What follows belongs to an exercise in optimizing a design on an open flow for small area; a production flow would make more cautious choices.

==> inputs of run a <==
==> flow/design.v <==
module dz_round_sat (
    input  wire [48:0] v,
    input  wire [4:0]  sh,
    input  wire        w16,
    output wire [23:0] y,
    output wire        clamped
);
    wire [49:0] u  = $signed({v, 1'b0}) >>> sh;
    wire [23:0] q  = u[24:1];
    wire        rb = u[0];
    wire        sgn = v[48];
    reg  [31:0] po;
    reg  [63:0] se;
    integer j;
    always @* begin
        po[0] = 1'b0;
        for (j = 1; j < 32; j = j + 1)
            po[j] = po[j-1] | v[j-1];
        for (j = 63; j >= 0; j = j - 1)
            if (j >= 48)
                se[j] = 1'b1;
            else
                se[j] = se[j+1] & (v[j] == sgn);
    end
    wire        sticky = (sh == 5'd0) ? 1'b0 : po[sh - 5'd1];
    wire        inc    = rb & (sticky | q[0]);
    wire [23:0] r      = q + {23'd0, inc};
    wire hs24 = se[{1'b0, sh} + 6'd23];
    wire hs16 = se[{1'b0, sh} + 6'd15];
    wire ovf  = w16 ? (!hs16 || (!sgn && r[15])) : (!hs24 || (!sgn && r[23]));
    wire [23:0] sat24 = sgn ? 24'h800000 : 24'h7fffff;
    wire [23:0] sat16 = sgn ? 24'h008000 : 24'h007fff;
    assign clamped = ovf;
    assign y = !ovf ? r : (w16 ? sat16 : sat24);
endmodule
module dz_coarse_chain (
    input  wire        clk,
    input  wire        rst_n,
    input  wire        start,
    input  wire        stop,
    input  wire [2:0]  cfg_order,
    input  wire [6:0]  cfg_ratio_m1,
    input  wire [4:0]  cfg_taps_m1,
    input  wire [4:0]  cfg_sh_cic,
    input  wire [4:0]  cfg_sh_comp,
    input  wire [4:0]  cfg_sh_fast,
    input  wire        coef_we,
    input  wire [4:0]  coef_addr,
    input  wire [19:0] coef_data,
    input  wire        pdm_valid,
    input  wire        pdm_bit,
    output reg         running,
    output reg         cfg_err,
    output reg         out_valid,
    output wire [23:0] out_main,
    output wire [1:0]  out_main_sat,
    output wire [15:0] out_fast,
    output wire        out_fast_valid,
    output wire        out_fast_sat
);
    integer i;
    wire cfg_ok   = (cfg_order >= 3'd3) && (cfg_order <= 3'd5) && (cfg_ratio_m1 >= 7'd7);
    wire do_start = start && !running;
    wire go       = do_start && cfg_ok;
    wire accept   = pdm_valid && running && !stop;
    always @(posedge clk) begin
        if (!rst_n) begin
            running <= 1'b0;
            cfg_err <= 1'b0;
        end else if (do_start) begin
            running <= cfg_ok;
            cfg_err <= !cfg_ok;
        end else if (stop) begin
            running <= 1'b0;
        end
    end
    reg [4:0] cnt;      
    reg [2:0] ip;       
    always @(posedge clk) begin
        cnt <= cnt + 5'd1;
        if (!rst_n)
            ip <= 3'd0;
        else
            ip <= (ip >= 3'd4) ? 3'd0 : ip + 3'd1;
    end
    reg [6:0] bit_cnt;
    reg       pair_phase;
    reg       pend, pbit, pbnd, pwbnd;
    always @(posedge clk) begin
        if (!rst_n) begin
            bit_cnt    <= 7'd0;
            pair_phase <= 1'b0;
        end else if (go) begin
            bit_cnt    <= 7'd0;
            pair_phase <= 1'b0;
        end else if (accept) begin
            if (bit_cnt == cfg_ratio_m1) begin
                bit_cnt    <= 7'd0;
                pair_phase <= !pair_phase;
            end else begin
                bit_cnt <= bit_cnt + 7'd1;
            end
        end
    end
    reg [184:0] irf;
    wire [36:0] ir4 = irf[184:148];
    wire [36:0] ir0 = irf[36:0];
    reg sw, swb, swwb;      
    reg clrp, clr;          
    wire swk1    = (ip == 3'd0) && pend;
    wire swon    = swk1 || sw;
    wire clr_now = ((ip == 3'd0) && clrp) || clr;
    wire [36:0] ir4m = clr_now ? 37'd0 : ir4;
    wire [36:0] iop  = !swon ? 37'd0 : (swk1 ? {37{~pbit}} : ir0);
    wire        icin = swk1 & pbit;
    wire [37:0] isum = {ir4m, 1'b1} + {iop, icin};
    always @(posedge clk) begin
        irf <= {irf[147:0], isum[37:1]};
    end
    always @(posedge clk) begin
        if (!rst_n) begin
            pend <= 1'b0;
            sw   <= 1'b0;
            clrp <= 1'b0;
            clr  <= 1'b0;
        end else begin
            if (accept) begin
                pend  <= 1'b1;
                pbit  <= pdm_bit;
                pbnd  <= (bit_cnt == cfg_ratio_m1);
                pwbnd <= (bit_cnt == cfg_ratio_m1) && pair_phase;
            end else if (swk1) begin
                pend <= 1'b0;
            end
            if (swk1) begin
                sw   <= 1'b1;
                swb  <= pbnd;
                swwb <= pwbnd;
            end else if (ip >= 3'd4) begin
                sw <= 1'b0;
            end
            if (go)
                clrp <= 1'b1;
            else if (ip == 3'd0)
                clrp <= 1'b0;
            if ((ip == 3'd0) && clrp)
                clr <= 1'b1;
            else if (ip >= 3'd4)
                clr <= 1'b0;
        end
    end
    reg [184:0] drf;
    wire [36:0] dr4 = drf[184:148];
    reg  [36:0] cc;         
    reg  [2:0]  ck;         
    reg         cv;         
    wire        cstep = (ck != 3'd0);
    wire [36:0] ca    = (ck == 3'd1) ? ir0 : cc;
    wire [36:0] cdif  = ca - dr4;
    wire [36:0] dnew  = clr_now ? 37'd0 : (cstep ? ca : dr4);
    always @(posedge clk) begin
        drf <= {drf[147:0], dnew};
        if (cstep)
            cc <= cdif;
    end
    reg  [17:0] fe1, fe2, fraw;
    reg         fp;         
    wire        fast_go = sw && (ip == 3'd2) && swwb;
    wire [17:0] fg  = ir0[17:0];
    wire [17:0] fd1 = fg - fe1;
    wire [17:0] fd2 = fd1 - fe2;
    always @(posedge clk) begin
        if (go) begin
            fe1 <= 18'd0;
            fe2 <= 18'd0;
        end else if (fast_go) begin
            fe1  <= fg;
            fe2  <= fd1;
            fraw <= fd2;
        end
    end
    reg  [48:0] acc;
    reg  [23:0] xq;         
    reg         xq_v, xq_c, xq_odd;
    reg         xpar;       
    wire use_comp = out_valid;
    wire use_cic  = !out_valid && cv && !xq_v;
    wire use_fast = !out_valid && !use_cic && fp;
    wire [48:0] ru_v  = use_comp ? acc :
                        use_cic  ? {{12{cc[36]}}, cc} :
                                   {{31{fraw[17]}}, fraw};
    wire [4:0]  ru_sh = use_comp ? cfg_sh_comp : (use_cic ? cfg_sh_cic : cfg_sh_fast);
    wire        ru_w16 = !use_comp && !use_cic;
    wire [23:0] ru_y;
    wire        ru_c;
    dz_round_sat u_rs (
        .v       (ru_v),
        .sh      (ru_sh),
        .w16     (ru_w16),
        .y       (ru_y),
        .clamped (ru_c)
    );
    reg        fast_first;
    reg [15:0] fast_hold;
    reg        fast_val_h, fast_sat_h;
    always @(posedge clk) begin
        if (!rst_n) begin
            ck <= 3'd0;
            cv <= 1'b0;
            fp <= 1'b0;
        end else begin
            if (cstep)
                ck <= (ck == cfg_order) ? 3'd0 : ck + 3'd1;
            else if (sw && swb && (ip == cfg_order - 3'd1))
                ck <= 3'd1;
            if (cstep && (ck == cfg_order))
                cv <= 1'b1;
            else if (use_cic)
                cv <= 1'b0;
            if (fast_go)
                fp <= 1'b1;
            else if (use_fast)
                fp <= 1'b0;
        end
    end
    always @(posedge clk) begin
        if (!rst_n) begin
            fast_first <= 1'b1;
        end else if (go) begin
            fast_first <= 1'b1;
        end else if (use_fast) begin
            fast_first <= 1'b0;
        end
        if (use_fast) begin
            fast_hold  <= fast_first ? 16'd0 : ru_y[15:0];
            fast_sat_h <= fast_first ? 1'b0 : ru_c;
            fast_val_h <= !fast_first;
        end
    end
    reg  [639:0] cwf;
    wire [4:0]   wslot = cnt - coef_addr;
    reg  [639:0] cw_n;
    always @* begin
        for (i = 0; i < 32; i = i + 1)
            cw_n[20*i +: 20] = (coef_we && wslot == i) ?
                               ((i % 2 == 1) ? ~coef_data : coef_data) :
                               ~cwf[20*((i + 31) % 32) +: 20];
    end
    always @(posedge clk)
        cwf <= cw_n;
    reg  [767:0] xrf;
    reg  [23:0]  xe;
    reg          m33;           
    reg          xq_used;       
    reg          busy;          
    reg  [5:0]   pc;            
    wire [23:0]  xr31 = xrf[767:744];
    wire         f0   = (cnt == 5'd0);
    wire         ins_now = f0 && xq_v && (!xq_odd || xq_used) && !busy;
    wire [23:0]  xin  = ins_now ? xq : (m33 ? xe : xr31);
    always @(posedge clk) begin
        xrf <= {xrf[743:0], xin};
        xe  <= xr31;
    end
    wire       mstart = xq_v && xq_odd && !xq_used && !busy;
    wire       mac_on = mstart || busy;
    wire [5:0] pcur   = mstart ? 6'd0 : pc;
    reg       sat_e;
    reg [1:0] pair_sat;
    reg [3:0] nidx;             
    always @(posedge clk) begin
        if (!rst_n) begin
            m33       <= 1'b0;
            busy      <= 1'b0;
            xq_v      <= 1'b0;
            out_valid <= 1'b0;
        end else begin
            if (ins_now)
                m33 <= 1'b1;
            else if (cnt == 5'd31)
                m33 <= 1'b0;
            if (mac_on)
                busy <= (pcur != 6'd63);
            if (use_cic)
                xq_v <= 1'b1;
            else if (ins_now)
                xq_v <= 1'b0;
            out_valid <= mac_on && (pcur == 6'd63);
        end
    end
    always @(posedge clk) begin
        if (mac_on)
            pc <= pcur + 6'd1;
        if (go) begin
            xpar <= 1'b0;
            nidx <= 4'd0;
        end else begin
            if (use_cic)
                xpar <= !xpar;
            if (mac_on && (pcur == 6'd63) && (nidx != 4'd15))
                nidx <= nidx + 4'd1;
        end
        if (use_cic) begin
            xq      <= ru_y;
            xq_c    <= ru_c;
            xq_odd  <= xpar;
            xq_used <= 1'b0;
        end else if (mac_on && (pcur == 6'd63)) begin
            xq_used <= 1'b1;
        end
        if (mstart)
            pair_sat <= {1'b0, sat_e} + {1'b0, xq_c};
        if (ins_now && !xq_odd)
            sat_e <= xq_c;
    end
    wire [19:0] coef_nx = cwf[619:600];           
    wire [4:0]  k      = cnt + 5'd1;
    wire        kval   = (k <= cfg_taps_m1) && (k <= {nidx, 1'b1});
    wire [23:0] xop    = (cnt == 5'd31) ? xq : xin;
    wire        pass2  = pcur[5];
    wire [10:0] dg   = !pass2 ? {coef_nx[19], coef_nx[19:10]} : {1'b0, coef_nx[9:0]};
    wire [10:0] dgm  = kval ? dg : 11'd0;
    wire signed [34:0] pp = $signed(xop) * $signed(dgm);
    wire [48:0] abase = (pcur[4:0] != 5'd0) ? acc : (pass2 ? {acc[38:0], 10'd0} : 49'd0);
    always @(posedge clk) begin
        if (mac_on)
            acc <= abase + {{14{pp[34]}}, pp};
    end
    assign out_main       = ru_y;
    assign out_main_sat   = pair_sat + {1'b0, ru_c};
    assign out_fast       = fast_hold;
    assign out_fast_valid = fast_val_h;
    assign out_fast_sat   = fast_sat_h;
endmodule
==> flow/run.sh <==
#!/bin/bash
# synth_recipe.tcl (not shown) runs the flow's synth.tcl, then flattens the netlist and writes it again
# the make line also repeats each setting of config.mk as NAME=value (left out here)
make -C /OpenROAD-flow-scripts/flow DESIGN_CONFIG=/design/flow/config.mk WORK_HOME=/design/flow/orfs CLKGATE_MAP_FILE= SYNTH_SCRIPT=/design/flow/synth_recipe.tcl finish
==> flow/config.mk <==
export PLATFORM = sky130hd
export DESIGN_NAME = dz_coarse_chain
export DESIGN_NICKNAME = dz_coarse_chain
export VERILOG_FILES = /design/flow/design.v
export SDC_FILE = /design/flow/constraint.sdc
export NUM_CORES = 4
export LEC_CHECK = 0
export CAP_MARGIN = 20
export CORE_MARGIN = 2
export CORE_UTILIZATION = 40
export SLEW_MARGIN = 20
==> flow/constraint.sdc <==
create_clock -name core_clock -period 14.0 [get_ports {clk}]
set_input_delay 2.8000 -clock core_clock [delete_from_list [all_inputs] [get_ports {clk}]]
set_output_delay 2.8000 -clock core_clock [all_outputs]
set_load 0.01 [all_outputs]
==> run b (differences from run a) <==
Settings changed: ABC_AREA from default to 1, CTS_BUF_LIST from default to sky130_fd_sc_hd__clkbuf_4 sky130_fd_sc_hd__clkbuf_8, CTS_CLUSTER_SIZE from default to 30.
==> results.txt <==
In run a the routed wire length is smaller than in run b, by 5.8%.
Against run b, the maximum frequency of run a is lower by 2.8%.
Of run a and run b, run b has the higher die area (gap about 0.38%, measured against run b).
Against run a, the synthesized cell count of run b is higher by 16%.
In run a the worst hold slack is better than in run b, by 0.036 ns.
Worst setup slack: run a is lower than run b (0.35 ns).
Of run a and run b, run b has the higher first-iteration DRC count (gap 25%, measured against run b).
Of run b and run a, run a has the higher sequential share of layout area (gap 0.074 points).
Of run b and run a, run b has the higher register-to-register slack (gap 0.53 ns).
No run of this note included a check of the RTL's function; only the layout flow was run.

what the ideal ports hide:
The results above use ideal ports. As a check the final layouts listed here were re-extracted and re-timed, cells and wires unchanged.
Step 1, drivers: a clkbuf_16 drives clk and a buf_2 each remaining input, both assumed.
Step 2 adds t to the input delays and takes it off the output delays; t is the mean of the earliest and latest rising clock arrival at the registers after step 1. Input paths then give back, and output paths get back, about the clock's delay inside the block.
Slacks: ideal / step 1 / step 2; pairs: ideal / step 1.
run	t (ns)	setup slack, ns	hold slack, ns	worst setup path after step 2	worst data-port slew with drivers (ns)
run a	0.891	1.460 / 1.464 / 0.625	0.288 / 0.288 / 0.288	input to register	0.20
run b	1.089	1.813 / 1.867 / 0.778	0.252 / 0.252 / 0.252	input to register	0.11
After both steps every run listed still meets setup and hold. The setup slack of run b, which loses most, moves by +0.054 ns with the drivers and by -1.035 ns with both steps.
